This is an optimization exercise on Yosys and OpenROAD, whose aim is small area, a short achievable clock period and few clock cycles per item, not a production implementation. The RTL was checked by simulation tests, not by an equivalence proof against the original design. No activity file was given, so power comes from the tool's default toggle rates.

==> flow/design.v (excerpt) <==
module rs72_dec (
    input             clk,
    input             rst,
    input             in_valid,
    output            in_ready,
    input      [63:0] in_data,
    output            out_valid,
    output     [63:0] out_data,
    output            out_last,
    output            out_corrected,
    output            out_uncorrectable,
    output     [1:0]  out_nerr
);
    localparam integer L = 14;
    function automatic [7:0] gf_xt(input [7:0] a);
        gf_xt = {a[6:0], 1'b0} ^ (a[7] ? 8'h1D : 8'h00);
    endfunction
    function automatic [7:0] gf_mulc(input [7:0] a, input integer e);
        integer i;
        reg [7:0] x;
        begin
            x = a;
            for (i = 0; i < e; i = i + 1) x = gf_xt(x);
            gf_mulc = x;
        end
    endfunction
    localparam [63:0]   TCOLS  = 64'h1648c13221402b01;
    localparam [63:0]   TICOLS = 64'h2504095744994e01;
    localparam [63:0]   QCOLS  = 64'h0094a67814080a06;
    localparam [63:0]   SQCOLS = 64'hc832491f0c030401;
    localparam [7:0]    TRMASK = 8'h80;
    localparam [3:0]    LAM    = 4'hf;
    localparam [63:0]   INV16  = 64'h834a5c2f67bde910;
    localparam [2047:0] POS    = 2048'h00000000bdb2be0000000000aa0000008e000000980000000000000000000092000000000000000090889b0000009c00000000000000000000008b00008ac20000bc0000000000000000000000a0000086000000a6b88d000000b39d0000b50000000000000000000000b10000000000000000000082a985000000809f0000a300b000ba0091000096008400009300b499000000ad000000000000a10000ac009aa8af00000000000000000000bf000000000000000000c18c00a4a700a295c500bb0000000000000000000000c387810000009ec6aeb700008900009700c40000000000008f00b900c00000ab00000000000000009400000000b68300a5c700;
    function automatic [3:0] m4(input [3:0] p, input [3:0] q);
        integer i;
        reg [3:0] r, x;
        begin
            r = 4'd0;
            x = p;
  ...
==> flow/config.mk <==
export PLATFORM = sky130hd
export DESIGN_NAME = rs72_dec
export DESIGN_NICKNAME = rs72_dec
export VERILOG_FILES = /design/flow/design.v
export SDC_FILE = /design/flow/constraint.sdc
export NUM_CORES = 4
export LEC_CHECK = 0
export CAP_MARGIN = 20
export CORE_MARGIN = 2
export CORE_UTILIZATION = 40
export PLACE_DENSITY = 0.6
export SLEW_MARGIN = 20
==> flow/constraint.sdc <==
create_clock -name core_clock -period 32.0 [get_ports {clk}]
set_input_delay 6.4000 -clock core_clock [delete_from_list [all_inputs] [get_ports {clk}]]
set_output_delay 6.4000 -clock core_clock [all_outputs]
set_load 0.01 [all_outputs]
standard.sh (not shown) runs the stock make flow with config.mk's settings and CLKGATE_MAP_FILE= SYNTH_SCRIPT=/design/flow/synth_recipe.tcl, a recipe that flattens the netlist after the stock synthesis.
==> flow/flow/run.sh <==
#!/bin/bash
set -euo pipefail
export BUFFER_PORTS_ARGS="-buffer_cell sky130_fd_sc_hd__buf_2"
bash standard.sh finish > flow_standard.log 2>&1
Testbench counts at the start, summed over its fixed seeds: cycles 14,512, units 1,600.
Then changed:
--- a/flow/design.v
+++ b/flow/design.v
@@ -530,55 +530,55 @@
         q_dz   <= p_dz;
         q_zero <= p_zero;
         r_sg1  <= q_sg1;
         r_sg2  <= q_sg2;
         r_t    <= mp[0];
         r_u    <= mp[1];
         r_ok123 <= ((h_s[4] ^ mp[3] ^ (q_dz ? 8'd0 : mp[5])) == 8'd0) &&
                    (!q_dz || (h_s[3] ^ mp[5]) == 8'd0) &&
                    ((h_s[5] ^ mp[4] ^ mp[6]) == 8'd0);
         r_dz   <= q_dz;
         r_zero <= q_zero;
     end
-    reg [7:0] x1, yc1, yc2;
-    always @* begin
-        x1  = r_dz ? r_sg1 : mp[0];
-        yc2 = r_u ^ mp[2];
-        yc1 = r_dz ? h_s[0] : (yc2 ^ h_s[0]);
-    end
-    reg       f_chk, f_dz, f_zero, f_s0, f_two;
-    reg [7:0] f_x1, f_x2, f_y1, f_y2;
+    reg [7:0] x1;
+    always @* x1 = r_dz ? r_sg1 : mp[0];
+    reg       f_chk, f_dz, f_zero, f_two;
+    reg [7:0] f_x1, f_x2, f_s0, f_u, f_s0y;
     always @(posedge clk) begin
         if (ev4) begin
             f_chk  <= r_ok123 &&
                       ((h_s[6] ^ mp[3] ^ mp[5]) == 8'd0) &&
                       ((h_s[7] ^ mp[4] ^ mp[6]) == 8'd0);
             f_dz   <= r_dz;
             f_zero <= r_zero;
-            f_s0   <= (h_s[0] != 8'd0);
             f_two  <= (r_sg1 != 8'd0) && (r_sg2 != 8'd0) && !(^(r_t & TRMASK));
             f_x1   <= x1;
             f_x2   <= x1 ^ r_sg1;
-            f_y1   <= clin(yc1, TICOLS);
-            f_y2   <= clin(yc2, TICOLS);
+            f_s0   <= h_s[0];
+            f_u    <= r_u;
+            f_s0y  <= mp[2];
         end
     end
-    reg [7:0]  p1, p2;
+    reg [7:0]  p1, p2, yc1, yc2, f_y1, f_y2;
     reg        ok1, ok2, e_v1, e_v2;
     reg [1:0]  e_nerr;
     reg [63:0] fix;
     always @* begin
         p1  = POS[8*f_x1 +: 8];
         p2  = POS[8*f_x2 +: 8];
-        ok1 = f_chk && f_s0 && p1[7];
+        yc2 = f_u ^ f_s0y;
+        yc1 = f_dz ? f_s0 : (yc2 ^ f_s0);
+        f_y1 = clin(yc1, TICOLS);
+        f_y2 = clin(yc2, TICOLS);
+        ok1 = f_chk && (f_s0 != 8'd0) && p1[7];
         ok2 = f_chk && f_two && p1[7] && p2[7];
         e_v1 = !f_zero && (f_dz ? ok1 : ok2);
         e_v2 = !f_zero && !f_dz && ok2;
         e_nerr = e_v2 ? 2'd2 : e_v1 ? 2'd1 : 2'd0;
         for (k = 0; k < 8; k = k + 1) begin
             fix[8*k +: 8] = ring[L-1][8*k +: 8];
             if (e_v1 && p1[6:0] == {ob, k[2:0]}) fix[8*k +: 8] = fix[8*k +: 8] ^ f_y1;
             if (e_v2 && p2[6:0] == {ob, k[2:0]}) fix[8*k +: 8] = fix[8*k +: 8] ^ f_y2;
         end
     end
     reg [63:0] o_data;
     reg        o_valid, o_last, o_corr, o_unc;
Result: The new run passed the timing, DRC and antenna checks. Sequential cell count came out higher by 7. Count of clock-buffer cells in the layout climbs by 2. Core utilization increases by 0.16 points. Via count rises by 1.1%. Fmax climbs by 0.75%. Power is higher by 6.4%. Clock power barely changes. Routed wire length came out lower by 1.9%. Synthesized area decreases by 0.55%. Worst hold slack loses 0.0062 ns. Global-route usage came out lower by 0.12 points.
Testbench counts after the change, summed over its fixed seeds: cycles 14,512, units 1,600.

* * *

rs72_dec, a different RTL version from the one above (not shown whole).
For scale: roughly 4900 cells after synthesis, about 1300 flip-flops.
clock: 32.0 ns
lec_check: 0
cap_margin: 20
core_margin: 2
core_utilization: 55
cts_cluster_diameter: 80
cts_cluster_size: 24
place_density: 0.7
slew_margin: 20
Scripts as last shown in full above: flow/flow/run.sh
Testbench counts at the start, summed over its fixed seeds: cycles 14,512, units 1,600.
Next try:
--- a/flow/design.v
+++ b/flow/design.v
@@ -500,53 +500,34 @@
     reg       r_dz, r_zero, r_ok12;
     reg [7:0] r_e3;           
     reg [7:0] ma [0:5];
     reg [7:0] mb [0:5];
     reg [7:0] mp [0:5];
     reg [7:0] y;
     always @* begin
         for (j = 0; j < 8; j = j + 1) s[j] = synv[8*j +: 8];
         iden = cinv(p_den);
         inum = cinv(p_num);
         y    = clin(r_t, QCOLS);
-        for (i = 0; i < 6; i = i + 1) begin
-            ma[i] = 8'd0;
-            mb[i] = 8'd0;
-        end
-        if (ev1) begin
-            ma[3] = s[0]; mb[3] = s[2];
-            ma[4] = s[1]; mb[4] = s[2];
-            ma[5] = s[0]; mb[5] = s[3];
-            ma[0] = s[1]; mb[0] = s[3];
-        end
-        if (ev2) begin
-            ma[0] = p_num; mb[0] = iden;
-            ma[1] = p_s2n; mb[1] = iden;
-            ma[2] = p_den; mb[2] = inum;
-        end
-        if (ev3) begin
-            ma[0] = k_sg2;  mb[0] = csq(q_isg1);
-            ma[1] = h_s[1]; mb[1] = q_isg1;
-            ma[3] = k_sg1;  mb[3] = h_s[3];
-            ma[4] = k_sg1;  mb[4] = h_s[4];
-            ma[5] = q_dz ? k_sg1 : k_sg2; mb[5] = h_s[2];
-            ma[2] = k_sg2;  mb[2] = h_s[3];
-        end
-        if (ev4) begin
-            ma[0] = k_sg1;  mb[0] = y;
-            ma[2] = h_s[0]; mb[2] = y;
-            ma[3] = k_sg1;  mb[3] = h_s[5];
-            ma[4] = k_sg1;  mb[4] = h_s[6];
-            ma[5] = k_sg2;  mb[5] = h_s[4];
-            ma[1] = k_sg2;  mb[1] = h_s[5];
-        end
+        ma[0] = ({8{ev1}} & s[1]) | ({8{ev2}} & p_num) | ({8{ev3}} & k_sg2) | ({8{ev4}} & k_sg1);
+        mb[0] = ({8{ev1}} & s[3]) | ({8{ev2}} & iden) | ({8{ev3}} & csq(q_isg1)) | ({8{ev4}} & y);
+        ma[1] = ({8{ev2}} & p_s2n) | ({8{ev3}} & h_s[1]) | ({8{ev4}} & k_sg2);
+        mb[1] = ({8{ev2}} & iden) | ({8{ev3}} & q_isg1) | ({8{ev4}} & h_s[5]);
+        ma[2] = ({8{ev2}} & p_den) | ({8{ev3}} & k_sg2) | ({8{ev4}} & h_s[0]);
+        mb[2] = ({8{ev2}} & inum) | ({8{ev3}} & h_s[3]) | ({8{ev4}} & y);
+        ma[3] = ({8{ev1}} & s[0]) | ({8{ev3 | ev4}} & k_sg1);
+        mb[3] = ({8{ev1}} & s[2]) | ({8{ev3}} & h_s[3]) | ({8{ev4}} & h_s[5]);
+        ma[4] = ({8{ev1}} & s[1]) | ({8{ev3 | ev4}} & k_sg1);
+        mb[4] = ({8{ev1}} & s[2]) | ({8{ev3}} & h_s[4]) | ({8{ev4}} & h_s[6]);
+        ma[5] = ({8{ev1}} & s[0]) | ({8{ev3 & q_dz}} & k_sg1) | ({8{(ev3 & ~q_dz) | ev4}} & k_sg2);
+        mb[5] = ({8{ev1}} & s[3]) | ({8{ev3}} & h_s[2]) | ({8{ev4}} & h_s[4]);
         for (i = 0; i < 6; i = i + 1) mp[i] = cmul(ma[i], mb[i]);
         det  = mp[3] ^ csq(s[1]);
         s1n  = mp[4] ^ mp[5];
         s2n  = mp[0] ^ csq(s[2]);
         c_dz = (det == 8'd0);
         den  = c_dz ? s[0] : det;
         num  = c_dz ? s[1] : s1n;
         c_zero = 1'b1;
         for (j = 0; j < 8; j = j + 1)
             if (synv[8*j +: 8] != 8'd0) c_zero = 1'b0;
     end
The new run ran to the end with no violations.
Synthesized area drops slightly.
Total power drops slightly.
Utilization climbs by 0.19 points.
Cell area drops slightly.
Setup slack is better by 0.0057 ns.
Via count drops by a few percent.
Testbench counts after the change, summed over its fixed seeds: cycles 14,512, units 1,600.

-- afterwards: timing with drivers on the ports --
In the flow no input, the clock included, has a driving cell. The finished layouts below were timed again as built, in two steps.
Step 1 (the two cells are an assumption about what drives the block):
set clk [get_ports {clk}]
set_driving_cell -lib_cell sky130_fd_sc_hd__clkbuf_16 $clk
set_driving_cell -lib_cell sky130_fd_sc_hd__buf_2 [delete_from_list [all_inputs] $clk]
Step 2 times the ports against the registers' clock, not the clock port: input delays grow and output delays shrink by t, the midpoint of the rising clock arrivals with the driver on.
Three values: ideal ports, drivers, drivers and shift; two values: the first two.
run | shift t [ns] | slack for setup (ns) | worst hold slack (ns) | slew at the worst register clock pin (ns) | worst slew at a driven data input, ns
the first run of note 1 | 0.825 | 24.262 / 24.185 / 24.275 | 0.281 / 0.281 / 0.281 | 0.08 / 0.08 | 0.10
the second run of note 1 | 0.816 | 24.320 / 24.237 / 24.586 | 0.275 / 0.275 / 0.275 | 0.07 / 0.07 | 0.06
the first run of note 2 | 0.730 | 24.446 / 24.374 / 24.212 | 0.319 / 0.319 / 0.319 | 0.10 / 0.10 | 0.08
the second run of note 2 | 0.734 | 24.452 / 24.379 / 24.191 | 0.323 / 0.323 / 0.323 | 0.10 / 0.10 | 0.06
After both steps every run listed still meets setup and hold. For the second run of note 2, which loses most, drivers alone change the setup slack by -0.073 ns; drivers and shift together by -0.261 ns.
